This design comes from an exercise in tuning for small area, a short achievable clock period and few clock cycles per item on the open sky130 flow, not from production work.
Function was checked by simulation only, so behaviour that the tests miss may differ from the original.

==> flow/design.v (outline; a module is shown in full before it is edited, if it fits) <==
// module sx12_fir: 286 lines
// module sx12_mul: 1048 lines
module sx12_fir (
    input  wire        clk,
    input  wire        rst,           
    input  wire [4:0]  cfg_taps,      
    input  wire [4:0]  cfg_dec,       
    input  wire        coef_we,       
    input  wire [4:0]  coef_tap,
    input  wire [31:0] coef_val,
    input  wire [4:0]  coef_shift,
    input  wire        in_valid,
    output wire        in_ready,
    input  wire [31:0] in_data,
    output reg         out_valid,
    output reg  [31:0] out_data,
    output reg         out_sat
);
  // ...
==> flow/flow/run.sh <==
#!/bin/bash
set -euo pipefail
bash standard.sh SETUP_SLACK_MARGIN=9.5 finish > standard_flow.log 2>&1
==> flow/standard.sh <==
#!/bin/bash
# synth_recipe.tcl (not shown) runs the flow's synth.tcl, then flattens the netlist and writes it again
# the make line also repeats each setting of config.mk as NAME=value (left out here)
make -C /OpenROAD-flow-scripts/flow DESIGN_CONFIG=/design/flow/config.mk WORK_HOME=/design/flow/orfs CLKGATE_MAP_FILE= SYNTH_SCRIPT=/design/flow/synth_recipe.tcl "${@:-finish}"
==> flow/config.mk <==
export PLATFORM = sky130hd
export DESIGN_NAME = sx12_fir
export DESIGN_NICKNAME = sx12_fir
export VERILOG_FILES = /design/flow/design.v
export SDC_FILE = /design/flow/constraint.sdc
export NUM_CORES = 4
export LEC_CHECK = 0
export ABC_AREA = 1
export CAP_MARGIN = 20
export CORE_MARGIN = 2
export CORE_UTILIZATION = 40
export SLEW_MARGIN = 20
==> flow/constraint.sdc <==
create_clock -name core_clock -period 14.0 [get_ports {clk}]
set_input_delay 2.8000 -clock core_clock [delete_from_list [all_inputs] [get_ports {clk}]]
set_output_delay 2.8000 -clock core_clock [all_outputs]
set_load 0.01 [all_outputs]
==> impl_metrics.yaml, run 1 <==
yosys:
  syn-cell-area_mm2: 0.245
  synth_top_family_by_area: "compound AO/OA/AOI/OAI gates"
  synth-edff-count: 2240
  ys.flop_type: "edfxtp_1"
  synth_commonest_cells: "nand2_1, inv_1, nor2_1, edfxtp_1, nand3_1"
  ys_ff_latch: 3738
  synth_area_per_cell_um2: 8.78
worst_setup_path:
  cp-end-kind: "flip-flop"
  critPathCapture: "mc2[27]"
  slowest_stage: "clkinvlp_2"
  ff2ff_setup_slack_ns: 9.45
  worstPathRequired_ns: 14.83
  crit_path_max_incr_delay_ns: 0.77
  worst_r2r_path_depth: 10
  worstReg2RegStart: "rc2[17]"
outcome:
  status: "no timing/DRC/antenna violations"
drt:
  drt_iter0_drc: 29900
  routed_wl_um: 994000
  vias_per_cell: 5.93
cts:
  cts_sinks: 3738
  clockBufferDepth: 4
global_routing:
  grt_use_total: 0.306
finish:
  multi_input_gates: 18700
  multi_input_area_share: 0.472
  antennaDiodeCount: 66
  final_common_cell: "nand2_1"
  multi_input_area_mm2: 0.128
  areaGrowthSynthToFinish_pct: 10.3
  nFillCells: 59400
hold_path:
  hold_path_class: "flip-flop to flip-flop"
  hp-start: "r_last"
floorplan:
  start_util: 0.402
  die_w_um: 787
  core_mm2: 0.611
timing:
  slew_violations: 0
  rsz0062_at_grt: "yes"
placement:
  pre_cts_slack_ns: 8.25
Testbench counts, summed over its fixed seeds: cycles 11,928, items 1,440.
==> module sx12_fir, before the edit <==
module sx12_fir (
    input  wire        clk,
    input  wire        rst,           
    input  wire [4:0]  cfg_taps,      
    input  wire [4:0]  cfg_dec,       
    input  wire        coef_we,       
    input  wire [4:0]  coef_tap,
    input  wire [31:0] coef_val,
    input  wire [4:0]  coef_shift,
    input  wire        in_valid,
    output wire        in_ready,
    input  wire [31:0] in_data,
    output reg         out_valid,
    output reg  [31:0] out_data,
    output reg         out_sat
);
    reg  [4:0]  taps_r, dec_r;
    reg         we_r;
    reg  [4:0]  wtap_r, wsh_r;
    reg  [31:0] wval_r;
    reg         v_r;              
    reg  [31:0] x_r;              
    reg         ir;               
    reg         rst_r;            
    assign in_ready = ir;
    always @(posedge clk) begin
        taps_r <= cfg_taps;
        dec_r  <= cfg_dec;
        we_r   <= coef_we;
        wtap_r <= coef_tap;
        wsh_r  <= coef_shift;
        wval_r <= coef_val;
        x_r    <= in_data;
        v_r    <= in_valid & ir & ~rst;
        rst_r  <= rst;
    end
    reg  [31:0] hmem0 [0:7];
    reg  [31:0] hmem1 [0:7];
    reg  [31:0] hmem2 [0:7];
    reg  [31:0] hmem3 [0:7];
    reg  [31:0] cmem0 [0:7];
    reg  [31:0] cmem1 [0:7];
    reg  [31:0] cmem2 [0:7];
    reg  [31:0] cmem3 [0:7];
    reg  [4:0]  smem0 [0:7];
    reg  [4:0]  smem1 [0:7];
    reg  [4:0]  smem2 [0:7];
    reg  [4:0]  smem3 [0:7];
    reg  [4:0]  wptr;             
    always @(posedge clk) begin
        if (v_r) begin
            case (wptr[1:0])
                2'd0: hmem0[wptr[4:2]] <= x_r;
                2'd1: hmem1[wptr[4:2]] <= x_r;
                2'd2: hmem2[wptr[4:2]] <= x_r;
                default: hmem3[wptr[4:2]] <= x_r;
            endcase
        end
        if (we_r) begin
            case (wtap_r[1:0])
                2'd0: begin cmem0[wtap_r[4:2]] <= wval_r; smem0[wtap_r[4:2]] <= wsh_r; end
                2'd1: begin cmem1[wtap_r[4:2]] <= wval_r; smem1[wtap_r[4:2]] <= wsh_r; end
                2'd2: begin cmem2[wtap_r[4:2]] <= wval_r; smem2[wtap_r[4:2]] <= wsh_r; end
                default: begin cmem3[wtap_r[4:2]] <= wval_r; smem3[wtap_r[4:2]] <= wsh_r; end
            endcase
        end
    end
    reg  [4:0]  phase;            
    reg         plast;            
    reg  [4:0]  nsamp;            
    reg         act;              
    reg  [1:0]  a_beta;           
    reg  [2:0]  ha0, ha1, ha2, ha3;    
    reg  [4:0]  a_kmax;           
    reg  [2:0]  a_g;              
    reg         pnd;              
    reg  [4:0]  p_base, p_kmax;
    wire [2:0]  glast  = taps_r[4:2];             
    wire [3:0]  gsteps = {1'b0, glast} + 4'd1;    
    wire        nj      = v_r & plast;
    wire [4:0]  nj_kmax = (nsamp < taps_r) ? nsamp : taps_r;
    wire [4:0]  phase1  = v_r ? (plast ? 5'd0 : phase + 5'd1) : phase;
    wire        plast1  = (phase1 == dec_r);
    wire [3:0]  rem     = act ? {1'b0, a_g} + 4'd1 : 4'd0;
    wire [4:0]  ebusy   = {1'b0, rem} + (pnd ? {1'b0, gsteps} : 5'd0);
    wire [4:0]  vstart  = (ebusy == 5'd0) ? 5'd1 : ebusy;
    wire        ok_noa  = nj ? (ebusy <= 5'd2) : (pnd ? (rem <= 4'd2) : 1'b1);
    wire        ok_a    = nj ? (vstart + {1'b0, gsteps} <= 5'd2) : (ebusy <= 5'd2);
    wire        ir_next = (ir & plast1) ? ok_a : ok_noa;
    wire        next_done = ~act | (a_g == 3'd0);
    wire [4:0]  s_base  = pnd ? p_base : wptr;
    wire [4:0]  s_kmax  = pnd ? p_kmax : nj_kmax;
    wire [2:0]  s_hb    = s_base[4:2] - glast;
    always @(posedge clk) begin
        if (rst | rst_r)
            ir <= 1'b1;
        else
            ir <= ir_next;
        if (rst_r) begin
            phase <= 5'd0;
            plast <= (dec_r == 5'd0);
            nsamp <= 5'd0;
            wptr  <= 5'd0;
            act   <= 1'b0;
            pnd   <= 1'b0;
        end else begin
            phase <= phase1;
            plast <= plast1;
            if (v_r) begin
                wptr  <= wptr + 5'd1;
                if (nsamp != 5'd31)
                    nsamp <= nsamp + 5'd1;
            end
            if (!next_done) begin
                a_g <= a_g - 3'd1;
                ha0 <= ha0 + 3'd1;
                ha1 <= ha1 + 3'd1;
                ha2 <= ha2 + 3'd1;
                ha3 <= ha3 + 3'd1;
                if (nj) begin
                    pnd    <= 1'b1;
                    p_base <= wptr;
                    p_kmax <= nj_kmax;
                end
            end else begin
                act    <= pnd | nj;
                pnd    <= pnd & nj;
                p_base <= wptr;
                p_kmax <= nj_kmax;
                a_beta <= s_base[1:0];
                a_kmax <= s_kmax;
                a_g    <= glast;
                ha0    <= s_hb;
                ha1    <= s_hb - {2'd0, (s_base[1:0] < 2'd1)};
                ha2    <= s_hb - {2'd0, (s_base[1:0] < 2'd2)};
                ha3    <= s_hb - {2'd0, (s_base[1:0] < 2'd3)};
            end
        end
    end
    wire [1:0]  beta = a_beta;
    wire [31:0] hb0  = hmem0[ha0];
    wire [31:0] hb1  = hmem1[ha1];
    wire [31:0] hb2  = hmem2[ha2];
    wire [31:0] hb3  = hmem3[ha3];
    reg  [31:0] rc0, rc1, rc2, rc3;       
    reg  [33:0] r3c0, r3c1, r3c2, r3c3;   
    reg  [54:0] rd0, rd1, rd2, rd3;       
    reg  [4:0]  rs0, rs1, rs2, rs3;
    reg         r_v, r_first, r_last;
    function [31:0] pick;
        input [1:0]  sel;
        input [31:0] d0, d1, d2, d3;
        begin
            case (sel)
                2'd0: pick = d0;
                2'd1: pick = d1;
                2'd2: pick = d2;
                default: pick = d3;
            endcase
        end
    endfunction
    function [54:0] booth8;
        input [31:0] x;
        input        en;
        integer i;
        reg [34:0] xe;
        reg [3:0]  w;
        reg        m1, m2, m3, m4;
        begin
            xe = {{2{x[31]}}, x, 1'b0};
            for (i = 0; i < 11; i = i + 1) begin
                w  = xe[3*i +: 4];
                m1 = (w[1] ^ w[0]) & ~(w[3] ^ w[2]);
                m2 = (~w[2] & w[1] & w[0]) | (w[2] & ~w[1] & ~w[0]);
                m3 = (w[1] ^ w[0]) & (w[3] ^ w[2]);
                m4 = (~w[3] & w[2] & w[1] & w[0]) | (w[3] & ~w[2] & ~w[1] & ~w[0]);
                booth8[i]      = en & m1;
                booth8[11 + i] = en & m2;
                booth8[22 + i] = en & m3;
                booth8[33 + i] = en & m4;
                booth8[44 + i] = en & w[3] & ~(w[2] & w[1] & w[0]);
            end
        end
    endfunction
    function [33:0] triple;
        input [31:0] c;
        begin
            triple = {{2{c[31]}}, c} + {c[31], c, 1'b0};
        end
    endfunction
    wire [4:0]  k0 = {a_g, 2'd0};
    wire        ok0 = (k0 <= a_kmax);
    wire        ok1 = ((k0 | 5'd1) <= a_kmax);
    wire        ok2 = ((k0 | 5'd2) <= a_kmax);
    wire        ok3 = ((k0 | 5'd3) <= a_kmax);
    wire [31:0] cw0 = cmem0[a_g];
    wire [31:0] cw1 = cmem1[a_g];
    wire [31:0] cw2 = cmem2[a_g];
    wire [31:0] cw3 = cmem3[a_g];
    always @(posedge clk) begin
        rd0  <= booth8(pick(beta,        hb0, hb1, hb2, hb3), ok0);
        rd1  <= booth8(pick(beta - 2'd1, hb0, hb1, hb2, hb3), ok1);
        rd2  <= booth8(pick(beta - 2'd2, hb0, hb1, hb2, hb3), ok2);
        rd3  <= booth8(pick(beta - 2'd3, hb0, hb1, hb2, hb3), ok3);
        rc0  <= cw0;
        rc1  <= cw1;
        rc2  <= cw2;
        rc3  <= cw3;
        r3c0 <= triple(cw0);
        r3c1 <= triple(cw1);
        r3c2 <= triple(cw2);
        r3c3 <= triple(cw3);
        rs0 <= ok0 ? smem0[a_g] : 5'd0;
        rs1 <= ok1 ? smem1[a_g] : 5'd0;
        rs2 <= ok2 ? smem2[a_g] : 5'd0;
        rs3 <= ok3 ? smem3[a_g] : 5'd0;
        r_first <= (a_g == glast);
        r_last  <= (a_g == 3'd0);
    end
    wire [63:0] ps0, pc0, ps1, pc1, ps2, pc2, ps3, pc3;
    sx12_mul mul0 (.a(rc0), .a3(r3c0), .s1(rd0[10:0]), .s2(rd0[21:11]),
                     .s3(rd0[32:22]), .s4(rd0[43:33]), .neg(rd0[54:44]), .s(ps0), .c(pc0));
    sx12_mul mul1 (.a(rc1), .a3(r3c1), .s1(rd1[10:0]), .s2(rd1[21:11]),
                     .s3(rd1[32:22]), .s4(rd1[43:33]), .neg(rd1[54:44]), .s(ps1), .c(pc1));
    sx12_mul mul2 (.a(rc2), .a3(r3c2), .s1(rd2[10:0]), .s2(rd2[21:11]),
                     .s3(rd2[32:22]), .s4(rd2[43:33]), .neg(rd2[54:44]), .s(ps2), .c(pc2));
    sx12_mul mul3 (.a(rc3), .a3(r3c3), .s1(rd3[10:0]), .s2(rd3[21:11]),
                     .s3(rd3[32:22]), .s4(rd3[43:33]), .neg(rd3[54:44]), .s(ps3), .c(pc3));
    reg  [63:0] ms0, mc0, ms1, mc1, ms2, mc2, ms3, mc3;
    reg  [4:0]  msh0, msh1, msh2, msh3;
    reg         m_v, m_first, m_last;
    always @(posedge clk) begin
        ms0 <= ps0; mc0 <= pc0; msh0 <= rs0;
        ms1 <= ps1; mc1 <= pc1; msh1 <= rs1;
        ms2 <= ps2; mc2 <= pc2; msh2 <= rs2;
        ms3 <= ps3; mc3 <= pc3; msh3 <= rs3;
        m_first <= r_first;
        m_last  <= r_last;
    end
    wire signed [63:0] pr0 = ms0 + mc0;
    wire signed [63:0] pr1 = ms1 + mc1;
    wire signed [63:0] pr2 = ms2 + mc2;
    wire signed [63:0] pr3 = ms3 + mc3;
    reg  signed [63:0] t0, t1, t2, t3;
    reg         t_v, t_first, t_last;
    always @(posedge clk) begin
        t0 <= pr0 >>> msh0;
        t1 <= pr1 >>> msh1;
        t2 <= pr2 >>> msh2;
        t3 <= pr3 >>> msh3;
        t_first <= m_first;
        t_last  <= m_last;
    end
    reg  [68:0] acc;              
    reg         a_done;
    wire [68:0] e0 = {{5{t0[63]}}, t0};
    wire [68:0] e1 = {{5{t1[63]}}, t1};
    wire [68:0] e2 = {{5{t2[63]}}, t2};
    wire [68:0] e3 = {{5{t3[63]}}, t3};
    wire [68:0] e4 = t_first ? 69'h40000000 : acc;
    wire [68:0] q1s = e0 ^ e1 ^ e2;
    wire [68:0] q1c = ((e0 & e1) | (e0 & e2) | (e1 & e2)) << 1;
    wire [68:0] q2s = q1s ^ q1c ^ e3;
    wire [68:0] q2c = ((q1s & q1c) | (q1s & e3) | (q1c & e3)) << 1;
    wire [68:0] q3s = q2s ^ q2c ^ e4;
    wire [68:0] q3c = ((q2s & q2c) | (q2s & e4) | (q2c & e4)) << 1;
    always @(posedge clk)
        acc <= q3s + q3c;
    wire        inrange = (acc[68:62] == {7{acc[68]}});
    always @(posedge clk) begin
        if (rst_r) begin
            r_v       <= 1'b0;
            m_v       <= 1'b0;
            t_v       <= 1'b0;
            a_done    <= 1'b0;
        end else begin
            r_v       <= act;
            m_v       <= r_v;
            t_v       <= m_v;
            a_done    <= t_v & t_last;
        end
        out_valid <= a_done & ~rst & ~rst_r;
        out_sat   <= ~inrange;
        out_data  <= inrange ? acc[62:31] : (acc[68] ? 32'h80000000 : 32'h7fffffff);
    end
endmodule
==> run 2, diff against run 1 <==
--- a/flow/design.v
+++ b/flow/design.v
@@ -137,16 +137,17 @@
             end
         end
     end
     wire [1:0]  beta = a_beta;
     wire [31:0] hb0  = hmem0[ha0];
     wire [31:0] hb1  = hmem1[ha1];
     wire [31:0] hb2  = hmem2[ha2];
     wire [31:0] hb3  = hmem3[ha3];
+    reg  [31:0] cp0, cp1, cp2, cp3;       
     reg  [31:0] rc0, rc1, rc2, rc3;       
     reg  [33:0] r3c0, r3c1, r3c2, r3c3;   
     reg  [54:0] rd0, rd1, rd2, rd3;       
     reg  [4:0]  rs0, rs1, rs2, rs3;
     reg         r_v, r_first, r_last;
     function [31:0] pick;
         input [1:0]  sel;
         input [31:0] d0, d1, d2, d3;
@@ -188,89 +189,101 @@
             triple = {{2{c[31]}}, c} + {c[31], c, 1'b0};
         end
     endfunction
     wire [4:0]  k0 = {a_g, 2'd0};
     wire        ok0 = (k0 <= a_kmax);
     wire        ok1 = ((k0 | 5'd1) <= a_kmax);
     wire        ok2 = ((k0 | 5'd2) <= a_kmax);
     wire        ok3 = ((k0 | 5'd3) <= a_kmax);
-    wire [31:0] cw0 = cmem0[a_g];
-    wire [31:0] cw1 = cmem1[a_g];
-    wire [31:0] cw2 = cmem2[a_g];
-    wire [31:0] cw3 = cmem3[a_g];
+    wire [2:0]  g_next = next_done ? glast : a_g - 3'd1;
     always @(posedge clk) begin
         rd0  <= booth8(pick(beta,        hb0, hb1, hb2, hb3), ok0);
         rd1  <= booth8(pick(beta - 2'd1, hb0, hb1, hb2, hb3), ok1);
         rd2  <= booth8(pick(beta - 2'd2, hb0, hb1, hb2, hb3), ok2);
         rd3  <= booth8(pick(beta - 2'd3, hb0, hb1, hb2, hb3), ok3);
-        rc0  <= cw0;
-        rc1  <= cw1;
-        rc2  <= cw2;
-        rc3  <= cw3;
-        r3c0 <= triple(cw0);
-        r3c1 <= triple(cw1);
-        r3c2 <= triple(cw2);
-        r3c3 <= triple(cw3);
+        cp0  <= cmem0[g_next];
+        cp1  <= cmem1[g_next];
+        cp2  <= cmem2[g_next];
+        cp3  <= cmem3[g_next];
+        rc0  <= cp0;
+        rc1  <= cp1;
+        rc2  <= cp2;
+        rc3  <= cp3;
+        r3c0 <= triple(cp0);
+        r3c1 <= triple(cp1);
+        r3c2 <= triple(cp2);
+        r3c3 <= triple(cp3);
         rs0 <= ok0 ? smem0[a_g] : 5'd0;
         rs1 <= ok1 ? smem1[a_g] : 5'd0;
         rs2 <= ok2 ? smem2[a_g] : 5'd0;
         rs3 <= ok3 ? smem3[a_g] : 5'd0;
         r_first <= (a_g == glast);
         r_last  <= (a_g == 3'd0);
     end
-    wire [63:0] ps0, pc0, ps1, pc1, ps2, pc2, ps3, pc3;
+    wire [63:0] ps0, pc0, pe0, ps1, pc1, pe1, ps2, pc2, pe2, ps3, pc3, pe3;
     sx12_mul mul0 (.a(rc0), .a3(r3c0), .s1(rd0[10:0]), .s2(rd0[21:11]),
-                     .s3(rd0[32:22]), .s4(rd0[43:33]), .neg(rd0[54:44]), .s(ps0), .c(pc0));
+                     .s3(rd0[32:22]), .s4(rd0[43:33]), .neg(rd0[54:44]), .s(ps0), .c(pc0), .e(pe0));
     sx12_mul mul1 (.a(rc1), .a3(r3c1), .s1(rd1[10:0]), .s2(rd1[21:11]),
-                     .s3(rd1[32:22]), .s4(rd1[43:33]), .neg(rd1[54:44]), .s(ps1), .c(pc1));
+                     .s3(rd1[32:22]), .s4(rd1[43:33]), .neg(rd1[54:44]), .s(ps1), .c(pc1), .e(pe1));
     sx12_mul mul2 (.a(rc2), .a3(r3c2), .s1(rd2[10:0]), .s2(rd2[21:11]),
-                     .s3(rd2[32:22]), .s4(rd2[43:33]), .neg(rd2[54:44]), .s(ps2), .c(pc2));
+                     .s3(rd2[32:22]), .s4(rd2[43:33]), .neg(rd2[54:44]), .s(ps2), .c(pc2), .e(pe2));
     sx12_mul mul3 (.a(rc3), .a3(r3c3), .s1(rd3[10:0]), .s2(rd3[21:11]),
-                     .s3(rd3[32:22]), .s4(rd3[43:33]), .neg(rd3[54:44]), .s(ps3), .c(pc3));
-    reg  [63:0] ms0, mc0, ms1, mc1, ms2, mc2, ms3, mc3;
+                     .s3(rd3[32:22]), .s4(rd3[43:33]), .neg(rd3[54:44]), .s(ps3), .c(pc3), .e(pe3));
+    reg  [63:0] ms0, mc0, me0, ms1, mc1, me1, ms2, mc2, me2, ms3, mc3, me3;
     reg  [4:0]  msh0, msh1, msh2, msh3;
     reg         m_v, m_first, m_last;
     always @(posedge clk) begin
-        ms0 <= ps0; mc0 <= pc0; msh0 <= rs0;
-        ms1 <= ps1; mc1 <= pc1; msh1 <= rs1;
-        ms2 <= ps2; mc2 <= pc2; msh2 <= rs2;
-        ms3 <= ps3; mc3 <= pc3; msh3 <= rs3;
+        ms0 <= ps0; mc0 <= pc0; me0 <= pe0; msh0 <= rs0;
+        ms1 <= ps1; mc1 <= pc1; me1 <= pe1; msh1 <= rs1;
+        ms2 <= ps2; mc2 <= pc2; me2 <= pe2; msh2 <= rs2;
+        ms3 <= ps3; mc3 <= pc3; me3 <= pe3; msh3 <= rs3;
         m_first <= r_first;
         m_last  <= r_last;
     end
-    wire signed [63:0] pr0 = ms0 + mc0;
-    wire signed [63:0] pr1 = ms1 + mc1;
-    wire signed [63:0] pr2 = ms2 + mc2;
-    wire signed [63:0] pr3 = ms3 + mc3;
-    reg  signed [63:0] t0, t1, t2, t3;
+    function [63:0] add3;
+        input [63:0] x, y, z;
+        reg   [63:0] s, c;
+        begin
+            s = x ^ y ^ z;
+            c = ((x & y) | (x & z) | (y & z)) << 1;
+            add3 = s + c;
+        end
+    endfunction
+    wire signed [63:0] pr0 = add3(ms0, mc0, me0);
+    wire signed [63:0] pr1 = add3(ms1, mc1, me1);
+    wire signed [63:0] pr2 = add3(ms2, mc2, me2);
+    wire signed [63:0] pr3 = add3(ms3, mc3, me3);
+    wire signed [63:0] sh0 = pr0 >>> msh0;
+    wire signed [63:0] sh1 = pr1 >>> msh1;
+    wire signed [63:0] sh2 = pr2 >>> msh2;
+    wire signed [63:0] sh3 = pr3 >>> msh3;
+    wire [68:0] e0 = {{5{sh0[63]}}, sh0};
+    wire [68:0] e1 = {{5{sh1[63]}}, sh1};
+    wire [68:0] e2 = {{5{sh2[63]}}, sh2};
+    reg  [68:0] ts, tc;
+    reg  [63:0] t3;
     reg         t_v, t_first, t_last;
     always @(posedge clk) begin
-        t0 <= pr0 >>> msh0;
-        t1 <= pr1 >>> msh1;
-        t2 <= pr2 >>> msh2;
-        t3 <= pr3 >>> msh3;
+        ts <= e0 ^ e1 ^ e2;
+        tc <= ((e0 & e1) | (e0 & e2) | (e1 & e2)) << 1;
+        t3 <= sh3;
         t_first <= m_first;
         t_last  <= m_last;
     end
     reg  [68:0] acc;              
     reg         a_done;
-    wire [68:0] e0 = {{5{t0[63]}}, t0};
-    wire [68:0] e1 = {{5{t1[63]}}, t1};
-    wire [68:0] e2 = {{5{t2[63]}}, t2};
     wire [68:0] e3 = {{5{t3[63]}}, t3};
     wire [68:0] e4 = t_first ? 69'h40000000 : acc;
-    wire [68:0] q1s = e0 ^ e1 ^ e2;
-    wire [68:0] q1c = ((e0 & e1) | (e0 & e2) | (e1 & e2)) << 1;
-    wire [68:0] q2s = q1s ^ q1c ^ e3;
-    wire [68:0] q2c = ((q1s & q1c) | (q1s & e3) | (q1c & e3)) << 1;
-    wire [68:0] q3s = q2s ^ q2c ^ e4;
-    wire [68:0] q3c = ((q2s & q2c) | (q2s & e4) | (q2c & e4)) << 1;
+    wire [68:0] q1s = ts ^ tc ^ e3;
+    wire [68:0] q1c = ((ts & tc) | (ts & e3) | (tc & e3)) << 1;
+    wire [68:0] q2s = q1s ^ q1c ^ e4;
+    wire [68:0] q2c = ((q1s & q1c) | (q1s & e4) | (q1c & e4)) << 1;
     always @(posedge clk)
-        acc <= q3s + q3c;
+        acc <= q2s + q2c;
     wire        inrange = (acc[68:62] == {7{acc[68]}});
     always @(posedge clk) begin
         if (rst_r) begin
             r_v       <= 1'b0;
             m_v       <= 1'b0;
             t_v       <= 1'b0;
             a_done    <= 1'b0;
         end else begin
@@ -288,17 +301,18 @@
     input  wire [31:0] a,
     input  wire [33:0] a3,      
     input  wire [10:0] s1,      
     input  wire [10:0] s2,      
     input  wire [10:0] s3,      
     input  wire [10:0] s4,      
     input  wire [10:0] neg,     
     output wire [63:0] s,
-    output wire [63:0] c
+    output wire [63:0] c,
+    output wire [63:0] e
 );
     wire pp0_0 = ((s1[0] & a[0]) | (s2[0] & 1'b0) | (s3[0] & a3[0]) | (s4[0] & 1'b0)) ^ neg[0];
     wire pp0_1 = ((s1[0] & a[1]) | (s2[0] & a[0]) | (s3[0] & a3[1]) | (s4[0] & 1'b0)) ^ neg[0];
     wire pp0_2 = ((s1[0] & a[2]) | (s2[0] & a[1]) | (s3[0] & a3[2]) | (s4[0] & a[0])) ^ neg[0];
     wire pp0_3 = ((s1[0] & a[3]) | (s2[0] & a[2]) | (s3[0] & a3[3]) | (s4[0] & a[1])) ^ neg[0];
     wire pp0_4 = ((s1[0] & a[4]) | (s2[0] & a[3]) | (s3[0] & a3[4]) | (s4[0] & a[2])) ^ neg[0];
     wire pp0_5 = ((s1[0] & a[5]) | (s2[0] & a[4]) | (s3[0] & a3[5]) | (s4[0] & a[3])) ^ neg[0];
     wire pp0_6 = ((s1[0] & a[6]) | (s2[0] & a[5]) | (s3[0] & a3[6]) | (s4[0] & a[4])) ^ neg[0];
@@ -1204,131 +1218,12 @@
     wire fs533 = hc430 ^ hs431 ^ pp10_26;
     wire fc534 = (hc430 & hs431) | (hc430 & pp10_26) | (hs431 & pp10_26);
     wire fs535 = hc432 ^ pp8_33 ^ pp9_30;
     wire fc536 = (hc432 & pp8_33) | (hc432 & pp9_30) | (pp8_33 & pp9_30);
     wire hs537 = pp9_31 ^ pp10_28;
     wire hc538 = pp9_31 & pp10_28;
     wire hs539 = pp9_32 ^ pp10_29;
     wire hc540 = pp9_32 & pp10_29;
-    wire hs541 = pp0_3 ^ pp1_0;
-    wire hc542 = pp0_3 & pp1_0;
-    wire hs543 = pp0_4 ^ pp1_1;
-    wire hc544 = pp0_4 & pp1_1;
-    wire hs545 = pp0_5 ^ pp1_2;
-    wire hc546 = pp0_5 & pp1_2;
-    wire fs547 = hs433 ^ pp2_0 ^ neg[2];
-    wire fc548 = (hs433 & pp2_0) | (hs433 & neg[2]) | (pp2_0 & neg[2]);
-    wire fs549 = hc434 ^ hs435 ^ pp2_1;
-    wire fc550 = (hc434 & hs435) | (hc434 & pp2_1) | (hs435 & pp2_1);
-    wire fs551 = hc436 ^ hs437 ^ pp2_2;
-    wire fc552 = (hc436 & hs437) | (hc436 & pp2_2) | (hs437 & pp2_2);
-    wire fs553 = hc438 ^ fs439 ^ neg[3];
-    wire fc554 = (hc438 & fs439) | (hc438 & neg[3]) | (fs439 & neg[3]);
-    wire fs555 = fc440 ^ fs441 ^ pp3_1;
-    wire fc556 = (fc440 & fs441) | (fc440 & pp3_1) | (fs441 & pp3_1);
-    wire fs557 = fc442 ^ fs443 ^ pp3_2;
-    wire fc558 = (fc442 & fs443) | (fc442 & pp3_2) | (fs443 & pp3_2);
-    wire fs559 = fc444 ^ fs445 ^ neg[4];
-    wire fc560 = (fc444 & fs445) | (fc444 & neg[4]) | (fs445 & neg[4]);
-    wire fs561 = fc446 ^ fs447 ^ hs265;
-    wire fc562 = (fc446 & fs447) | (fc446 & hs265) | (fs447 & hs265);
-    wire fs563 = fc448 ^ fs449 ^ hs269;
-    wire fc564 = (fc448 & fs449) | (fc448 & hs269) | (fs449 & hs269);
-    wire fs565 = fc450 ^ fs451 ^ fs273;
-    wire fc566 = (fc450 & fs451) | (fc450 & fs273) | (fs451 & fs273);
-    wire fs567 = fc452 ^ fs453 ^ fs277;
-    wire fc568 = (fc452 & fs453) | (fc452 & fs277) | (fs453 & fs277);
-    wire fs569 = fc454 ^ fs455 ^ fs281;
-    wire fc570 = (fc454 & fs455) | (fc454 & fs281) | (fs455 & fs281);
-    wire fs571 = fc456 ^ fs457 ^ fs285;
-    wire fc572 = (fc456 & fs457) | (fc456 & fs285) | (fs457 & fs285);
-    wire fs573 = fc458 ^ fs459 ^ fs289;
-    wire fc574 = (fc458 & fs459) | (fc458 & fs289) | (fs459 & fs289);
-    wire fs575 = fc460 ^ fs461 ^ fs293;
-    wire fc576 = (fc460 & fs461) | (fc460 & fs293) | (fs461 & fs293);
-    wire fs577 = fc462 ^ fs463 ^ fs297;
-    wire fc578 = (fc462 & fs463) | (fc462 & fs297) | (fs463 & fs297);
-    wire fs579 = fc464 ^ fs465 ^ fs301;
-    wire fc580 = (fc464 & fs465) | (fc464 & fs301) | (fs465 & fs301);
-    wire fs581 = fc466 ^ fs467 ^ fs305;
-    wire fc582 = (fc466 & fs467) | (fc466 & fs305) | (fs467 & fs305);
-    wire fs583 = fc468 ^ fs469 ^ fs309;
-    wire fc584 = (fc468 & fs469) | (fc468 & fs309) | (fs469 & fs309);
-    wire fs585 = fc470 ^ fs471 ^ fs313;
-    wire fc586 = (fc470 & fs471) | (fc470 & fs313) | (fs471 & fs313);
-    wire fs587 = fc472 ^ fs473 ^ fs317;
-    wire fc588 = (fc472 & fs473) | (fc472 & fs317) | (fs473 & fs317);
-    wire fs589 = fc474 ^ fs475 ^ fs321;
-    wire fc590 = (fc474 & fs475) | (fc474 & fs321) | (fs475 & fs321);
-    wire fs591 = fc476 ^ fs477 ^ fs325;
-    wire fc592 = (fc476 & fs477) | (fc476 & fs325) | (fs477 & fs325);
-    wire fs593 = fc478 ^ fs479 ^ fs329;
-    wire fc594 = (fc478 & fs479) | (fc478 & fs329) | (fs479 & fs329);
-    wire fs595 = fc480 ^ fs481 ^ fs333;
-    wire fc596 = (fc480 & fs481) | (fc480 & fs333) | (fs481 & fs333);
-    wire fs597 = fc482 ^ fs483 ^ fs337;
-    wire fc598 = (fc482 & fs483) | (fc482 & fs337) | (fs483 & fs337);
-    wire fs599 = fc484 ^ fs485 ^ fs341;
-    wire fc600 = (fc484 & fs485) | (fc484 & fs341) | (fs485 & fs341);
-    wire fs601 = fc486 ^ fs487 ^ fs345;
-    wire fc602 = (fc486 & fs487) | (fc486 & fs345) | (fs487 & fs345);
-    wire fs603 = fc488 ^ fs489 ^ fs349;
-    wire fc604 = (fc488 & fs489) | (fc488 & fs349) | (fs489 & fs349);
-    wire fs605 = fc490 ^ fs491 ^ fs353;
-    wire fc606 = (fc490 & fs491) | (fc490 & fs353) | (fs491 & fs353);
-    wire fs607 = fc492 ^ fs493 ^ fs357;
-    wire fc608 = (fc492 & fs493) | (fc492 & fs357) | (fs493 & fs357);
-    wire fs609 = fc494 ^ fs495 ^ fs361;
-    wire fc610 = (fc494 & fs495) | (fc494 & fs361) | (fs495 & fs361);
-    wire fs611 = fc496 ^ fs497 ^ fs365;
-    wire fc612 = (fc496 & fs497) | (fc496 & fs365) | (fs497 & fs365);
-    wire fs613 = fc498 ^ fs499 ^ fs369;
-    wire fc614 = (fc498 & fs499) | (fc498 & fs369) | (fs499 & fs369);
-    wire fs615 = fc500 ^ fs501 ^ fs373;
-    wire fc616 = (fc500 & fs501) | (fc500 & fs373) | (fs501 & fs373);
-    wire fs617 = fc502 ^ fs503 ^ fs377;
-    wire fc618 = (fc502 & fs503) | (fc502 & fs377) | (fs503 & fs377);
-    wire fs619 = fc504 ^ fs505 ^ fs381;
-    wire fc620 = (fc504 & fs505) | (fc504 & fs381) | (fs505 & fs381);
-    wire fs621 = fc506 ^ fs507 ^ fs385;
-    wire fc622 = (fc506 & fs507) | (fc506 & fs385) | (fs507 & fs385);
-    wire fs623 = fc508 ^ fs509 ^ fs389;
-    wire fc624 = (fc508 & fs509) | (fc508 & fs389) | (fs509 & fs389);
-    wire fs625 = fc510 ^ fs511 ^ fs393;
-    wire fc626 = (fc510 & fs511) | (fc510 & fs393) | (fs511 & fs393);
-    wire fs627 = fc512 ^ fs513 ^ fs397;
-    wire fc628 = (fc512 & fs513) | (fc512 & fs397) | (fs513 & fs397);
-    wire fs629 = fc514 ^ fs515 ^ fs401;
-    wire fc630 = (fc514 & fs515) | (fc514 & fs401) | (fs515 & fs401);
-    wire fs631 = fc516 ^ fs517 ^ fs405;
-    wire fc632 = (fc516 & fs517) | (fc516 & fs405) | (fs517 & fs405);
-    wire fs633 = fc518 ^ fs519 ^ fs409;
-    wire fc634 = (fc518 & fs519) | (fc518 & fs409) | (fs519 & fs409);
-    wire fs635 = fc520 ^ fs521 ^ fs413;
-    wire fc636 = (fc520 & fs521) | (fc520 & fs413) | (fs521 & fs413);
-    wire fs637 = fc522 ^ fs523 ^ fs417;
-    wire fc638 = (fc522 & fs523) | (fc522 & fs417) | (fs523 & fs417);
-    wire fs639 = fc524 ^ fs525 ^ hs421;
-    wire fc640 = (fc524 & fs525) | (fc524 & hs421) | (fs525 & hs421);
-    wire fs641 = fc526 ^ fs527 ^ hs425;
-    wire fc642 = (fc526 & fs527) | (fc526 & hs425) | (fs527 & hs425);
-    wire fs643 = fc528 ^ fs529 ^ pp10_24;
-    wire fc644 = (fc528 & fs529) | (fc528 & pp10_24) | (fs529 & pp10_24);
-    wire fs645 = fc530 ^ fs531 ^ 1'b1;
-    wire fc646 = (fc530 & fs531) | (fc530 & 1'b1) | (fs531 & 1'b1);
-    wire fs647 = fc532 ^ fs533 ^ 1'b1;
-    wire fc648 = (fc532 & fs533) | (fc532 & 1'b1) | (fs533 & 1'b1);
-    wire fs649 = fc534 ^ fs535 ^ pp10_27;
-    wire fc650 = (fc534 & fs535) | (fc534 & pp10_27) | (fs535 & pp10_27);
-    wire fs651 = fc536 ^ hs537 ^ 1'b1;
-    wire fc652 = (fc536 & hs537) | (fc536 & 1'b1) | (hs537 & 1'b1);
-    wire fs653 = hc538 ^ hs539 ^ 1'b1;
-    wire fc654 = (hc538 & hs539) | (hc538 & 1'b1) | (hs539 & 1'b1);
-    wire fs655 = hc540 ^ pp9_33 ^ pp10_30;
-    wire fc656 = (hc540 & pp9_33) | (hc540 & pp10_30) | (pp9_33 & pp10_30);
-    wire hs657 = pp10_31 ^ 1'b1;
-    wire hc658 = pp10_31 & 1'b1;
-    wire hs659 = pp10_32 ^ 1'b1;
-    wire hc660 = pp10_32 & 1'b1;
-    assign s = {hc660, hc658, fc656, fc654, fc652, fc650, fc648, fc646, fc644, fc642, fc640, fc638, fc636, fc634, fc632, fc630, fc628, fc626, fc624, fc622, fc620, fc618, fc616, fc614, fc612, fc610, fc608, fc606, fc604, fc602, fc600, fc598, fc596, fc594, fc592, fc590, fc588, fc586, fc584, fc582, fc580, fc578, fc576, fc574, fc572, fc570, fc568, fc566, fc564, fc562, fc560, fc558, fc556, fc554, fc552, fc550, fc548, hc546, hc544, hc542, hs541, pp0_2, pp0_1, pp0_0};
-    assign c = {pp10_33, hs659, hs657, fs655, fs653, fs651, fs649, fs647, fs645, fs643, fs641, fs639, fs637, fs635, fs633, fs631, fs629, fs627, fs625, fs623, fs621, fs619, fs617, fs615, fs613, fs611, fs609, fs607, fs605, fs603, fs601, fs599, fs597, fs595, fs593, fs591, fs589, fs587, fs585, fs583, fs581, fs579, fs577, fs575, fs573, fs571, fs569, fs567, fs565, fs563, fs561, fs559, fs557, fs555, fs553, fs551, fs549, fs547, hs545, hs543, neg[1], 1'b0, 1'b0, neg[0]};
+    assign s = {pp10_33, pp10_32, pp10_31, hc540, hc538, fc536, fc534, fc532, fc530, fc528, fc526, fc524, fc522, fc520, fc518, fc516, fc514, fc512, fc510, fc508, fc506, fc504, fc502, fc500, fc498, fc496, fc494, fc492, fc490, fc488, fc486, fc484, fc482, fc480, fc478, fc476, fc474, fc472, fc470, fc468, fc466, fc464, fc462, fc460, fc458, fc456, fc454, fc452, fc450, fc448, fc446, fc444, fc442, fc440, hc438, hc436, hc434, hs433, pp0_5, pp0_4, pp0_3, pp0_2, pp0_1, pp0_0};
+    assign c = {1'b0, 1'b1, 1'b1, pp9_33, hs539, hs537, fs535, fs533, fs531, fs529, fs527, fs525, fs523, fs521, fs519, fs517, fs515, fs513, fs511, fs509, fs507, fs505, fs503, fs501, fs499, fs497, fs495, fs493, fs491, fs489, fs487, fs485, fs483, fs481, fs479, fs477, fs475, fs473, fs471, fs469, fs467, fs465, fs463, fs461, fs459, fs457, fs455, fs453, fs451, fs449, fs447, fs445, fs443, fs441, fs439, hs437, hs435, pp2_0, pp1_2, pp1_1, pp1_0, 1'b0, 1'b0, neg[0]};
+    assign e = {1'b0, 1'b0, 1'b0, pp10_30, 1'b1, 1'b1, pp10_27, 1'b1, 1'b1, pp10_24, hs425, hs421, fs417, fs413, fs409, fs405, fs401, fs397, fs393, fs389, fs385, fs381, fs377, fs373, fs369, fs365, fs361, fs357, fs353, fs349, fs345, fs341, fs337, fs333, fs329, fs325, fs321, fs317, fs313, fs309, fs305, fs301, fs297, fs293, fs289, fs285, fs281, fs277, fs273, hs269, hs265, neg[4], pp3_2, pp3_1, neg[3], pp2_2, pp2_1, neg[2], 1'b0, 1'b0, neg[1], 1'b0, 1'b0, 1'b0};
 endmodule
==> flow/flow/run.sh (replaced) <==
#!/bin/bash
set -euo pipefail
bash standard.sh SETUP_SLACK_MARGIN=9.6 finish > standard_flow.log 2>&1
==> flow/config.mk (replaced) <==
export PLATFORM = sky130hd
export DESIGN_NAME = sx12_fir
export DESIGN_NICKNAME = sx12_fir
export VERILOG_FILES = /design/flow/design.v
export SDC_FILE = /design/flow/constraint.sdc
export NUM_CORES = 4
export LEC_CHECK = 0
export ABC_AREA = 1
export CAP_MARGIN = 20
export CORE_MARGIN = 2
export CORE_UTILIZATION = 50
export SLEW_MARGIN = 20
==> impl_metrics.yaml, run 2 <==
outcome:
  status: "no timing/DRC/antenna violations"
drt:
  routed_wl_um: 999000
  post_drt_wl_per_cell_um: 30.1
  antenna_left: 0
  drcViolationCount: 0
  vias: 211000
  drt_iter0_drc: 32700
  vias_per_cell: 6.36
  drt_pre_antenna_iters: 14
yosys:
  synth_cell_type_count: 72
  synth_top_area_share: 0.273
  synth-edff-count: 2240
  ys_ff_latch: 3999
  yosysSeqAreaShare: 0.415
  synthCells: 27000
  syn-cell-area_mm2: 0.247
  yosys-top-cells-area: "edfxtp_1, dfxtp_1, fa_1"
  synth_commonest_cells: "nand2_1, inv_1, edfxtp_1, nor2_1, nand3_1"
  ys.flop_type: "edfxtp_1"
  yosysWarnings: 1
  synthesis.nets: 29100
  synthArstFlopShare: 0
  yosysMostFrequentCell: "nand2_1"
  synth_area_per_cell_um2: 9.13
  synth_area_leader_cell: "edfxtp_1"
timing:
  maxSlewHeadroom: 0.0279
  fmaxAchievable_ghz: 0.226
  finalSetupTns_ns: 0
  rsz0062_at_grt: "yes"
  hold_violations: 0
  fin_ws_ns: 9.57
  fin_worst_skew_ns: 0.115
  fin_crit_sh: 0.316
  slew_violations: 0
  finalCriticalPeriod_ns: 4.43
  worstMarginPinSlew_ns: 1.45
  setup_viol: 0
worst_setup_path:
  worstPathRequired_ns: 14.92
  worst_setup_path_start_kind: "flip-flop"
  worst-path-max-fanout: 12
  crit_arrival_ns: 5.35
  rr_endpoint: "mc2[31]"
  ff2ff_setup_slack_ns: 9.57
  cp-end-kind: "flip-flop"
  crit_type: "flip-flop to flip-flop"
  worstReg2RegStart: "rc2[23]"
  worst_r2r_path_depth: 10
cts:
  clk_pin_slew_ns: 0.07
  cts_buffers: 416
  clockBufferDepth: 4
  clockRootBuffer: "clkbuf_16"
  cts_sinks: 3999
  htree_num_levels: 5
  hold_buffers: 0
  clk-insertion-delay-late_ns: 1.06
  cts_tree: "done"
floorplan:
  core_mm2: 0.493
  die_y_um: 707
  start_util: 0.501
  rows: 258
  die-area_mm2: 0.499
  die_w_um: 707
  ioPinCount: 123
placement:
  pre_cts_slack_ns: 8.72
  gp_congestion: 1.04
  hpwl_um: 693000
  port_buffers: 122
hold_path:
  hp-start: "rs2[0]"
  whs_path_depth: 0
  whs_endpoint: "msh2[0]"
  hold_path_class: "flip-flop to flip-flop"
global_routing:
  grt_use_met1: 0.517
  antenna_found_initial: 77
  grt_max_degree: 247
  grt_use_total: 0.385
  use_met3: 0.154
  grt_pass1_wl_um: 1410000
  global_route.usage.met2: 0.533
  grt-ovfl-total: 0
  first_global_vias: 198000
  top_usage_layer: "met2"
finish:
  nets: 28300
  final_common_cell: "nand2_1"
  drive_above_1_share: 0.0754
  layout_common_cells: "nand2_1, inv_1, edfxtp_1"
  nFillCells: 44400
  areaGrowthSynthToFinish_pct: 9.07
job:
  drv_cap: 0
run 2: changes by cell type after synthesis, sizes merged, moves of 90 or more:
cell,before,now
a31oi,209,79
dfxtp,1498,1759
o22ai,1525,1668
nand3,2145,1940
mux2,0,129
inv,3541,2800
nand2,3911,3780
nor2,2609,2237
a21oi,638,728
run 2: routing by layer:
metal | routed length (um) | share of wire
met4 | 64700 | 0.065
met5 | 1980 | 0.0020
met1 | 400000 | 0.40
met2 | 395000 | 0.40
met3 | 137000 | 0.14
run 2: repair_timing:
item,CTS,global route
setup buffers,1,20
endpoints found under the setup margin,258,399
cloned,13,15
resized for setup,125,246
pin swaps,0,5
run 2: cell families after synthesis:
family,synth area share
multiplexers,0.00966
AND/OR/NAND/NOR,0.139
buffers and inverters,0.0749
adder cells (fa/ha/maj),0.141
flip-flops,0.415
AO/OA/AOI/OAI,0.154
XOR/XNOR,0.0652
run 2: critical path, stage by stage (launching register included):
cell and delay, ns:
dfxtp_1 0.90, clkinvlp_4 0.63, o22ai_1 0.30, a221oi_1 0.09, xor2_1 0.22, fa_1 0.59, inv_1 0.07, fa_1 0.59
inv_1 0.08, fa_1 0.39, fa_1 0.46
run 2: final cells by class:
cell class | count | area (um2) | area share
antenna | 112 | 280 | 0.00104
timing repair buffer | 709 | 5750 | 0.0214
sequential | 3999 | 103000 | 0.381
inverter | 2820 | 10800 | 0.0400
clock buffer | 584 | 12000 | 0.0446
tap | 6500 | 8130 | 0.0302
timing repair inverter | 28 | 140 | 0.000521
clock inverter | 195 | 2330 | 0.00866
multi-input combinational | 18200 | 127000 | 0.472
run 2: worst max path at each step:
| stage | startpoint | endpoint | slack [ns] | depth (start not counted) |
|---|---|---|---|---|
| floorplan | a_g[0] | ir | 10.18 | 23 |
| global placement | a_g[0] | cp2[24] | 8.70 | 14 |
| detailed placement | a_g[0] | cp2[24] | 8.72 | 14 |
| CTS | out_data[22] | out_data[22] | 9.60 | 1 |
| global route | ms0[18] | ts[62] | 9.54 | 21 |
| finish | rc2[23] | mc2[31] | 9.57 | 10 |
run 2: per-stage QoR:
stage               std cells  hold slack, ns  area [um2]   util
floorplan               27000           0.310      247000      -
detailed placement      32300           0.313      253000  0.514
CTS                     33000           0.331      268000  0.544
global route            33100           0.333      269000  0.546
finish                  33200           0.331      269000  0.546
global placement        32300           0.310      253000  0.514
Testbench counts of run 2, summed over its fixed seeds: cycles 11,928, items 1,440.
==> run 3, diff against run 2 <==
--- a/flow/config.mk
+++ b/flow/config.mk
@@ -11,2 +11,4 @@
 export CORE_UTILIZATION = 50
+export CTS_CLUSTER_DIAMETER = 80
+export CTS_CLUSTER_SIZE = 20
 export SLEW_MARGIN = 20
==> impl_metrics.yaml, run 3 <==
timing:
  setup_viol: 0
  rsz0062_at_grt: "yes"
  finalSetupTns_ns: 0
  worstMarginPinSlew_ns: 1.33
  maxSlewHeadroom: 0.112
  hold_violations: 0
  fin_worst_skew_ns: 0.0745
  slew_violations: 0
  fin_crit_sh: 0.316
  finalCriticalPeriod_ns: 4.42
  fin_ws_ns: 9.58
  fmaxAchievable_ghz: 0.226
global_routing:
  grt_use_total: 0.384
  first_global_vias: 196000
  antenna_found_initial: 77
  grt-ovfl-total: 0
  grt_pass1_wl_um: 1410000
  grt_max_degree: 247
floorplan:
  die-area_mm2: 0.499
  die_y_um: 707
  die_w_um: 707
  core_mm2: 0.493
  start_util: 0.501
  ioPinCount: 123
  rows: 258
yosys:
  synth_top_area_share: 0.273
  synth_area_leader_cell: "edfxtp_1"
  ys_ff_latch: 3999
  yosys-top-cells-area: "edfxtp_1, dfxtp_1, fa_1"
  synthCells: 27000
  synth_commonest_cells: "nand2_1, inv_1, edfxtp_1, nor2_1, nand3_1"
  synthesis.nets: 29100
  synthArstFlopShare: 0
  yosysSeqAreaShare: 0.415
  yosysWarnings: 1
  synth-edff-count: 2240
  ys.flop_type: "edfxtp_1"
  synth_area_per_cell_um2: 9.13
  yosysMostFrequentCell: "nand2_1"
  synth_cell_type_count: 72
  syn-cell-area_mm2: 0.247
placement:
  pre_cts_slack_ns: 8.72
  port_buffers: 122
  hpwl_um: 693000
  gp_congestion: 1.04
  place_area_mm2: 0.253
finish:
  nets: 28200
  drive_above_1_share: 0.0634
  postLayoutCoreUtil: 0.535
  areaGrowthSynthToFinish_pct: 6.73
  final_common_cell: "nand2_1"
  layout_common_cells: "nand2_1, inv_1, edfxtp_1"
  fin_area_mm2: 0.263
worst_setup_path:
  cp_cell_sequence: "buf_4, inv_1, o22ai_1, a221oi_1, xor2_1, fa_1, inv_1, fa_1, inv_1, fa_1, fa_1"
  slowest_stage: "inv_1"
  worst_r2r_path_depth: 11
  crit_type: "flip-flop to flip-flop"
  rr_endpoint: "mc3[29]"
  crit_top_cell: "fa_1"
  worst-path-max-fanout: 22
  worstReg2RegStart: "rc3[22]"
  worstPathRequired_ns: 14.85
  crit_arrival_ns: 5.27
  crit_path_max_incr_delay_ns: 0.80
  worst_setup_path_start_kind: "flip-flop"
  ff2ff_setup_slack_ns: 9.58
  cp-end-kind: "flip-flop"
cts:
  cts_buffers: 267
  clk_pin_slew_ns: 0.08
  clk-insertion-delay-late_ns: 1.00
  htree_num_levels: 5
  clockBufferDepth: 4
  clockRootBuffer: "clkbuf_16"
  hold_buffers: 0
  cts_tree: "done"
  cts_sinks: 3999
drt:
  post_drt_wl_per_cell_um: 30.3
  vias_per_cell: 6.37
  drt_pre_antenna_iters: 14
  drt_iter0_drc: 32400
  drcViolationCount: 0
  routed_wl_um: 996000
  antenna_left: 0
  vias: 210000
hold_path:
  hp-start: "rs2[3]"
  hold_path_class: "flip-flop to flip-flop"
  whs_path_depth: 0
  whs_endpoint: "msh2[3]"
outcome:
  status: "no timing/DRC/antenna violations"
job:
  drv_cap: 0
-- run 3: changes by cell type in the layout (fill, tap and decap cells not counted), moves of 8 or more --
cell,previous run,this run
bufinv_16,31,5
clkbuf_8,77,7
diode_2,112,147
clkinv_2,58,3
buf_4,570,558
clkinv_1,65,35
clkbuf_16,425,272
nand2_2,36,44
clkinv_8,4,19
clkbuf_1,76,113
clkinvlp_4,62,38
clkdlybuf4s15_1,5,13
nand2_1,3741,3733
-- run 3: logic make-up (layout without fill, tap and decap cells) --
group / count (synthesis) / in the layout / share of synthesized area
and+or+nand+nor: 8274 / 8274 / 0.139
AOI/OAI and AO/OA: 5878 / 5878 / 0.154
buffers and inverters: 4775 / 4011 / 0.0749
DFF: 3999 / 3999 / 0.415
adders and majority gates: 2036 / 2036 / 0.141
xor gates and xnor gates: 1838 / 1838 / 0.0652
muxes: 222 / 222 / 0.00966
other: 0 / 147 / 0
-- run 3: worst max-delay path: cells and delay by family (launching register included) --
family,cells,cell delay (ns)
flops,1,0.30
compound gates,2,0.51
fa+ha+maj,4,2.10
xor+xnor,1,0.15
buf+inv,4,1.17
-- run 3: cell type report --
cell class | count | area (um2)
Fill cell | 44900 | 229000
Multi-Input combinational cell | 18200 | 127000
Sequential cell | 3999 | 103000
Inverter | 2820 | 10800
Tap cell | 6500 | 8130
Clock buffer | 392 | 7330
Timing Repair Buffer | 697 | 5650
Clock inverter | 76 | 1270
Antenna cell | 147 | 368
Timing Repair inverter | 26 | 130
-- run 3: per-stage QoR --
stage / hold slack [ns] / std cells
floorplan: 0.310 / 27000
global placement: 0.310 / 32300
detailed placement: 0.313 / 32300
CTS: 0.304 / 32700
global route: 0.311 / 32900
finish: 0.316 / 32900
-- run 3: worst max-delay path by stage --
stage | end | start
global placement | cp2[24] | a_g[0]
global route | ts[62] | ms0[18]
detailed placement | cp2[24] | a_g[0]
CTS | out_data[21] | out_data[21]
finish | mc3[29] | rc3[22]
floorplan | ir | a_g[0]
-- run 3: what timing repair did --
item,in CTS,in global routing
pin swaps,0,3
endpoints found under the setup margin,261,387
gates resized for setup,114,247
setup buffers,1,7
gates cloned,16,10
-- run 3: metal layers --
| metal | up-vias | wire length (um) | GRT usage |
|---|---|---|---|
| met5 | - | 1840 | 0.0220 |
| met4 | 68 | 61400 | 0.180 |
| met3 | 3146 | 136000 | 0.150 |
| met2 | 14000 | 396000 | 0.536 |
| met1 | 101000 | 400000 | 0.519 |
| li1 | 91600 | - | - |
==> run 4, diff against run 3 <==
==> flow/flow/run.sh (replaced) <==
#!/bin/bash
set -euo pipefail
bash standard.sh SETUP_SLACK_MARGIN=9.75 finish > standard_flow.log 2>&1
--- a/flow/config.mk
+++ b/flow/config.mk
@@ -11,4 +11,2 @@
 export CORE_UTILIZATION = 50
-export CTS_CLUSTER_DIAMETER = 80
-export CTS_CLUSTER_SIZE = 20
 export SLEW_MARGIN = 20
==> impl_metrics.yaml, run 4 <==
outcome:
  status: "no timing/DRC/antenna violations"
floorplan:
  core_mm2: 0.493
  ioPinCount: 123
  die-area_mm2: 0.499
  die_w_um: 707
  die_y_um: 707
  rows: 258
  start_util: 0.501
drt:
  drt_pre_antenna_iters: 16
  routed_wl_um: 1000000
  post_drt_wl_per_cell_um: 30.2
  antenna_left: 0
  vias_per_cell: 6.36
  drt_iter0_drc: 32700
  vias: 211000
  drcViolationCount: 0
placement:
  hpwl_um: 693000
  port_buffers: 122
  gp_congestion: 1.04
global_routing:
  first_global_vias: 198000
  grt_max_degree: 247
  antenna_found_initial: 81
  grt-ovfl-total: 0
  grt_pass1_wl_um: 1420000
  grt_use_total: 0.386
worst_setup_path:
  worst_setup_path_start_kind: "flip-flop"
  crit_top_cell: "fa_1"
  slowest_stage: "clkinvlp_2"
  worst-path-max-fanout: 11
  worstPathRequired_ns: 14.94
  cp_cell_sequence: "clkinvlp_2, o22ai_1, a221oi_1, xor2_1, fa_1, fa_1, fa_1"
  cp_top_family: "adder cells"
  cp.depth: 7
  crit_type: "flip-flop to flip-flop"
  crit_path_max_incr_delay_ns: 1.11
  worst_r2r_path_depth: 7
  crit_arrival_ns: 5.27
  cp-end-kind: "flip-flop"
  crit_buf_inv: 1
yosys:
  synth_area_leader_cell: "edfxtp_1"
  synth_commonest_cells: "nand2_1, inv_1, edfxtp_1, nor2_1, nand3_1"
  yosysSeqAreaShare: 0.415
  synth_cell_type_count: 72
  yosysMostFrequentCell: "nand2_1"
  ys.flop_type: "edfxtp_1"
  yosysWarnings: 1
  yosys-top-cells-area: "edfxtp_1, dfxtp_1, fa_1"
  synthesis.nets: 29100
  synth_area_per_cell_um2: 9.13
  syn-cell-area_mm2: 0.247
  ys_ff_latch: 3999
  synth_top_area_share: 0.273
  synthCells: 27000
  synth-edff-count: 2240
  synthArstFlopShare: 0
timing:
  maxSlewHeadroom: 0.0124
  fin_worst_skew_ns: 0.121
  whs_ns: 0.329
  rsz0062_at_grt: "yes"
  fmaxAchievable_ghz: 0.231
  finalCriticalPeriod_ns: 4.33
  worstMarginPinSlew_ns: 1.48
  fin_crit_sh: 0.310
  finalSetupTns_ns: 0
  hold_violations: 0
  slew_violations: 0
  setup_viol: 0
cts:
  hold_buffers: 0
  cts_tree: "done"
  clk_pin_slew_ns: 0.06
  cts_buffers: 416
  clockBufferDepth: 4
  clockRootBuffer: "clkbuf_16"
  clk-insertion-delay-late_ns: 1.07
  cts_sinks: 3999
  htree_num_levels: 5
finish:
  drive_above_1_share: 0.0871
  areaGrowthSynthToFinish_pct: 9.68
  multi_input_area_mm2: 0.128
  layout_common_cells: "nand2_1, inv_1, edfxtp_1"
  nets: 28400
  final-seq-area_mm2: 0.103
  final_common_cell: "nand2_1"
  nFillCells: 44200
hold_path:
  whs_path_depth: 0
  hold_path_class: "flip-flop to flip-flop"
job:
  drv_cap: 0
[run 4: changes by cell type in the layout (fill, tap and decap cells not counted), moves of 38 or more]
| cell | change |
|---|---|
| clkbuf_16 | +156 |
| clkbuf_8 | +71 |
| clkinv_2 | +55 |
| ha_1 | -68 |
| ha_2 | +45 |
| nand2_1 | -38 |
| nor2_1 | -43 |
| nor2_2 | +40 |
[run 4: timing repair]
item	in CTS	in global routing
gates cloned	26	9
gates resized for setup	269	501
pin swaps	1	21
endpoints found under the setup margin	491	352
setup buffers	11	31
[run 4: final timing paths]
| kind | to | slack [ns] | startpoint |
|---|---|---|---|
| setup / recovery | mc3[48] | 9.67 | rc3[29] |
| hold / removal | msh2[0] | 0.33 | rs2[0] |
| setup reg to reg | mc3[48] | 9.67 | rc3[29] |
| hold reg to reg | msh2[0] | 0.33 | rs2[0] |
[run 4: final cells by class]
cell class | count | share of cell area
sequential | 3999 | 0.379
antenna | 133 | 0.00123
timing repair inverter | 31 | 0.000573
multi-input combinational | 18200 | 0.474
inverter | 2820 | 0.0400
timing repair buffer | 736 | 0.0222
tap | 6500 | 0.0300
clock buffer | 584 | 0.0444
clock inverter | 195 | 0.00861
[run 4: cells by family (layout without fill, tap and decap cells)]
family | count (synthesis) | count (layout) | share of synthesized area
buf+inv | 4775 | 4366 | 0.0749
compound gates | 5878 | 5878 | 0.154
xor+xnor | 1838 | 1838 | 0.0652
other cells | 0 | 133 | 0
flops | 3999 | 3999 | 0.415
fa+ha+maj | 2036 | 2036 | 0.141
mux | 222 | 222 | 0.00966
simple gates | 8274 | 8274 | 0.139
[run 4: stage by stage]
stage / cell area, um2 / instances / util / setup slack (ns)
final: 271000 / 33200 / 0.549 / 9.67
after global routing: 271000 / 33200 / 0.549 / 9.69
after CTS: 268000 / 33100 / 0.544 / 9.65
after detailed placement: 253000 / 32300 / 0.514 / 8.72
after global placement: 253000 / 32300 / 0.514 / 8.70
after floorplan: 247000 / 27000 / - / 10.18
[run 4: routing by layer]
layer  up-vias  share of wire  routed length (um)  global-route usage
li1      92200              -                   -                   -
met1    102000           0.40              400000               0.519
met2     14300           0.40              397000               0.535
met3      3270           0.14              140000               0.155
met4        96          0.064               64100               0.191
met5         -         0.0016                1650              0.0241
==> run 5, diff against run 4 <==
--- a/flow/design.v
+++ b/flow/design.v
@@ -71,3 +71,3 @@
     reg         act;              
-    reg  [1:0]  a_beta;           
+    reg  [1:0]  xs0, xs1, xs2, xs3;    
     reg  [2:0]  ha0, ha1, ha2, ha3;    
@@ -129,3 +129,6 @@
                 p_kmax <= nj_kmax;
-                a_beta <= s_base[1:0];
+                xs0    <= s_base[1:0];
+                xs1    <= s_base[1:0] - 2'd1;
+                xs2    <= s_base[1:0] - 2'd2;
+                xs3    <= s_base[1:0] - 2'd3;
                 a_kmax <= s_kmax;
@@ -139,3 +142,2 @@
     end
-    wire [1:0]  beta = a_beta;
     wire [31:0] hb0  = hmem0[ha0];
@@ -198,6 +200,6 @@
     always @(posedge clk) begin
-        rd0  <= booth8(pick(beta,        hb0, hb1, hb2, hb3), ok0);
-        rd1  <= booth8(pick(beta - 2'd1, hb0, hb1, hb2, hb3), ok1);
-        rd2  <= booth8(pick(beta - 2'd2, hb0, hb1, hb2, hb3), ok2);
-        rd3  <= booth8(pick(beta - 2'd3, hb0, hb1, hb2, hb3), ok3);
+        rd0  <= booth8(pick(xs0, hb0, hb1, hb2, hb3), ok0);
+        rd1  <= booth8(pick(xs1, hb0, hb1, hb2, hb3), ok1);
+        rd2  <= booth8(pick(xs2, hb0, hb1, hb2, hb3), ok2);
+        rd3  <= booth8(pick(xs3, hb0, hb1, hb2, hb3), ok3);
         cp0  <= cmem0[g_next];
==> flow/flow/run.sh (replaced) <==
#!/bin/bash
set -euo pipefail
bash standard.sh SETUP_SLACK_MARGIN=9.6 finish > standard_flow.log 2>&1
==> impl_metrics.yaml, run 5 <==
worst_setup_path:
  worstPathRequired_ns: 14.82
  slowest_stage: "dfxtp_1"
  crit_buf_inv: 4
  worst_setup_path_start_kind: "flip-flop"
  cp-end-kind: "flip-flop"
  worst-path-max-fanout: 13
  cp_top_family: "adder cells"
  crit_path_max_incr_delay_ns: 0.84
  cp_cell_sequence: "inv_1, buf_4, o22ai_1, a221oi_1, xor2_1, ha_1, inv_1, fa_1, inv_1, fa_1, fa_1"
  crit_arrival_ns: 5.29
  crit_type: "flip-flop to flip-flop"
yosys:
  yosysMostFrequentCell: "nand2_1"
  yosys-top-cells-area: "edfxtp_1, dfxtp_1, fa_1"
  ys_ff_latch: 4003
  synthCells: 27200
  syn-cell-area_mm2: 0.247
  ys.flop_type: "edfxtp_1"
  synth_top_area_share: 0.272
  synth_cell_type_count: 74
  yosysSeqAreaShare: 0.415
  synth_area_leader_cell: "edfxtp_1"
  synthArstFlopShare: 0
  synthesis.nets: 29300
  synth_commonest_cells: "nand2_1, inv_1, nor2_1, edfxtp_1, nand3_1"
  synth_area_per_cell_um2: 9.10
  yosysWarnings: 1
  synth-edff-count: 2244
finish:
  layout_common_cells: "nand2_1, inv_1, nor2_1"
  final_common_cell: "nand2_1"
  drive_above_1_share: 0.0757
  areaGrowthSynthToFinish_pct: 9.04
  nets: 28600
global_routing:
  global_route.usage.met2: 0.565
  antenna_found_initial: 79
  grt-ovfl-total: 0
  grt_use_total: 0.398
  first_global_vias: 200000
  grt_pass1_wl_um: 1460000
  grt_max_degree: 252
  grt_use_met1: 0.538
  top_usage_layer: "met2"
  use_met3: 0.150
placement:
  pre_cts_slack_ns: 8.28
  gp_congestion: 1.04
  hpwl_um: 724000
  port_buffers: 122
timing:
  slew_violations: 0
  fin_crit_sh: 0.320
  finalCriticalPeriod_ns: 4.48
  fin_ws_ns: 9.52
  rsz0062_at_grt: "yes"
  finalSetupTns_ns: 0
  maxSlewHeadroom: 0.130
  fin_worst_skew_ns: 0.138
  worstMarginPinSlew_ns: 1.29
  fmaxAchievable_ghz: 0.223
  hold_violations: 0
  setup_viol: 0
outcome:
  status: "no timing/DRC/antenna violations"
drt:
  drt_pre_antenna_iters: 16
  drt_iter0_drc: 33400
  routed_wl_um: 1040000
  post_drt_wl_per_cell_um: 31.1
  drcViolationCount: 0
  vias: 214000
  antenna_left: 0
  vias_per_cell: 6.40
floorplan:
  start_util: 0.502
  die_y_um: 708
  ioPinCount: 123
  rows: 258
  die-area_mm2: 0.501
  die_w_um: 708
  core_mm2: 0.493
cts:
  htree_num_levels: 5
  clockBufferDepth: 4
  clk-insertion-delay-late_ns: 1.09
  hold_buffers: 0
  clockRootBuffer: "clkbuf_16"
  clk_pin_slew_ns: 0.06
  cts_tree: "done"
  cts_buffers: 416
  cts_sinks: 4003
job:
  drv_cap: 0
hold_path:
  hold_path_class: "flip-flop to flip-flop"
[run 5: changes by cell type in the layout (fill, tap and decap cells not counted), moves of 32 or more]
cell	before	now
ha_2	85	51
nor2_1	2100	2275
nand3_2	53	20
ha_1	678	734
inv_1	2682	2714
a21oi_1	675	620
o211ai_1	153	190
nand2_1	3695	3795
nand3_1	1881	1938
diode_2	133	63
nand2_2	80	34
o221ai_1	180	140
[run 5: per-layer routing]
metal | routed length [um] | vias to the layer above
met5 | 1060 | -
met4 | 61600 | 81
met3 | 142000 | 3260
met2 | 418000 | 14600
met1 | 414000 | 103000
li1 | - | 92500
[run 5: path summary, 6_finish.rpt]
path	from	endpoint	slack (ns)	depth (start not counted)
setup / recovery	rc1[13]	mc1[33]	9.52	11
setup reg to reg	rc1[13]	mc1[33]	9.52	11
hold / removal	rs0[1]	msh0[1]	0.32	0
hold reg to reg	rs0[1]	msh0[1]	0.32	0
[run 5: logic make-up (layout without fill, tap and decap cells)]
group / Yosys count / after routing / share of synthesized area
and+or+nand+nor: 8495 / 8495 / 0.142
other: 0 / 63 / 0
xor gates and xnor gates: 1837 / 1837 / 0.0650
adders and majority gates: 2038 / 2038 / 0.141
AOI/OAI and AO/OA: 5841 / 5841 / 0.153
muxes: 196 / 196 / 0.00858
DFF: 4003 / 4003 / 0.415
buffers and inverters: 4786 / 4384 / 0.0752
[run 5: through the flow]
stage / instance area, um2 / instances / hold slack, ns / utilization
after floorplan: 247000 / 27200 / 0.310 / -
after global placement: 254000 / 32500 / 0.312 / 0.515
after detailed placement: 254000 / 32500 / 0.312 / 0.515
after CTS: 268000 / 33300 / 0.324 / 0.544
after global routing: 270000 / 33300 / 0.323 / 0.547
final: 270000 / 33400 / 0.323 / 0.547
[run 5: repair_timing]
| action | CTS | global route |
|---|---|---|
| pin swaps | 1 | 6 |
| setup endpoints to repair | 296 | 363 |
| gates resized for setup | 126 | 303 |
| buffers inserted | 4 | 12 |
| cloned | 5 | 24 |
[run 5: cell type report]
cell class / instances / area (um2)
diodes: 63 / 158
clock buffers: 587 / 11700
repair inverters: 27 / 144
flip-flops and latches: 4003 / 103000
fillers: 44500 / 223000
repair buffers: 737 / 6090
clock inverters: 192 / 2180
multi-input cells: 18400 / 128000
well taps: 6500 / 8130
inverters: 2841 / 10800
Testbench counts of run 5, summed over its fixed seeds: cycles 11,928, items 1,440.

## what the ideal ports hide
The flow's constraints put no driver on any port. The routed layouts listed below were extracted and timed again, unchanged, in two steps.
Step 1 (the two cells are an assumption about what drives the block):
set clk [get_ports {clk}]
set_driving_cell -lib_cell sky130_fd_sc_hd__clkbuf_16 $clk
set_driving_cell -lib_cell sky130_fd_sc_hd__buf_2 [delete_from_list [all_inputs] $clk]
Step 2 adds t to the input delays and takes it off the output delays; t is the mean of the earliest and latest rising clock arrival at the registers after step 1. Input paths then give back, and output paths get back, about the clock's delay inside the block.
Three values: ideal, step 1, step 2; two values: the first two.
| run | t (ns) | setup slack, ns | worst hold slack (ns) | clock arrival spread, ns | worst register clock-pin slew, ns |
|---|---|---|---|---|---|
| run 1 | 1.164 | 9.449 / 9.444 / 9.449 | 0.325 / 0.325 / 0.325 | 0.133 / 0.134 | 0.08 / 0.08 |
| run 2 | 1.138 | 9.569 / 9.536 / 9.569 | 0.331 / 0.331 / 0.331 | 0.126 / 0.126 | 0.09 / 0.09 |
| run 3 | 1.099 | 9.582 / 9.546 / 9.582 | 0.316 / 0.316 / 0.316 | 0.091 / 0.091 | 0.09 / 0.09 |
| run 4 | 1.143 | 9.666 / 9.590 / 9.666 | 0.329 / 0.329 / 0.329 | 0.134 / 0.135 | 0.10 / 0.10 |
| run 5 | 1.159 | 9.523 / 9.504 / 9.523 | 0.323 / 0.323 / 0.323 | 0.144 / 0.144 | 0.07 / 0.07 |
After both steps every run listed still meets setup and hold.
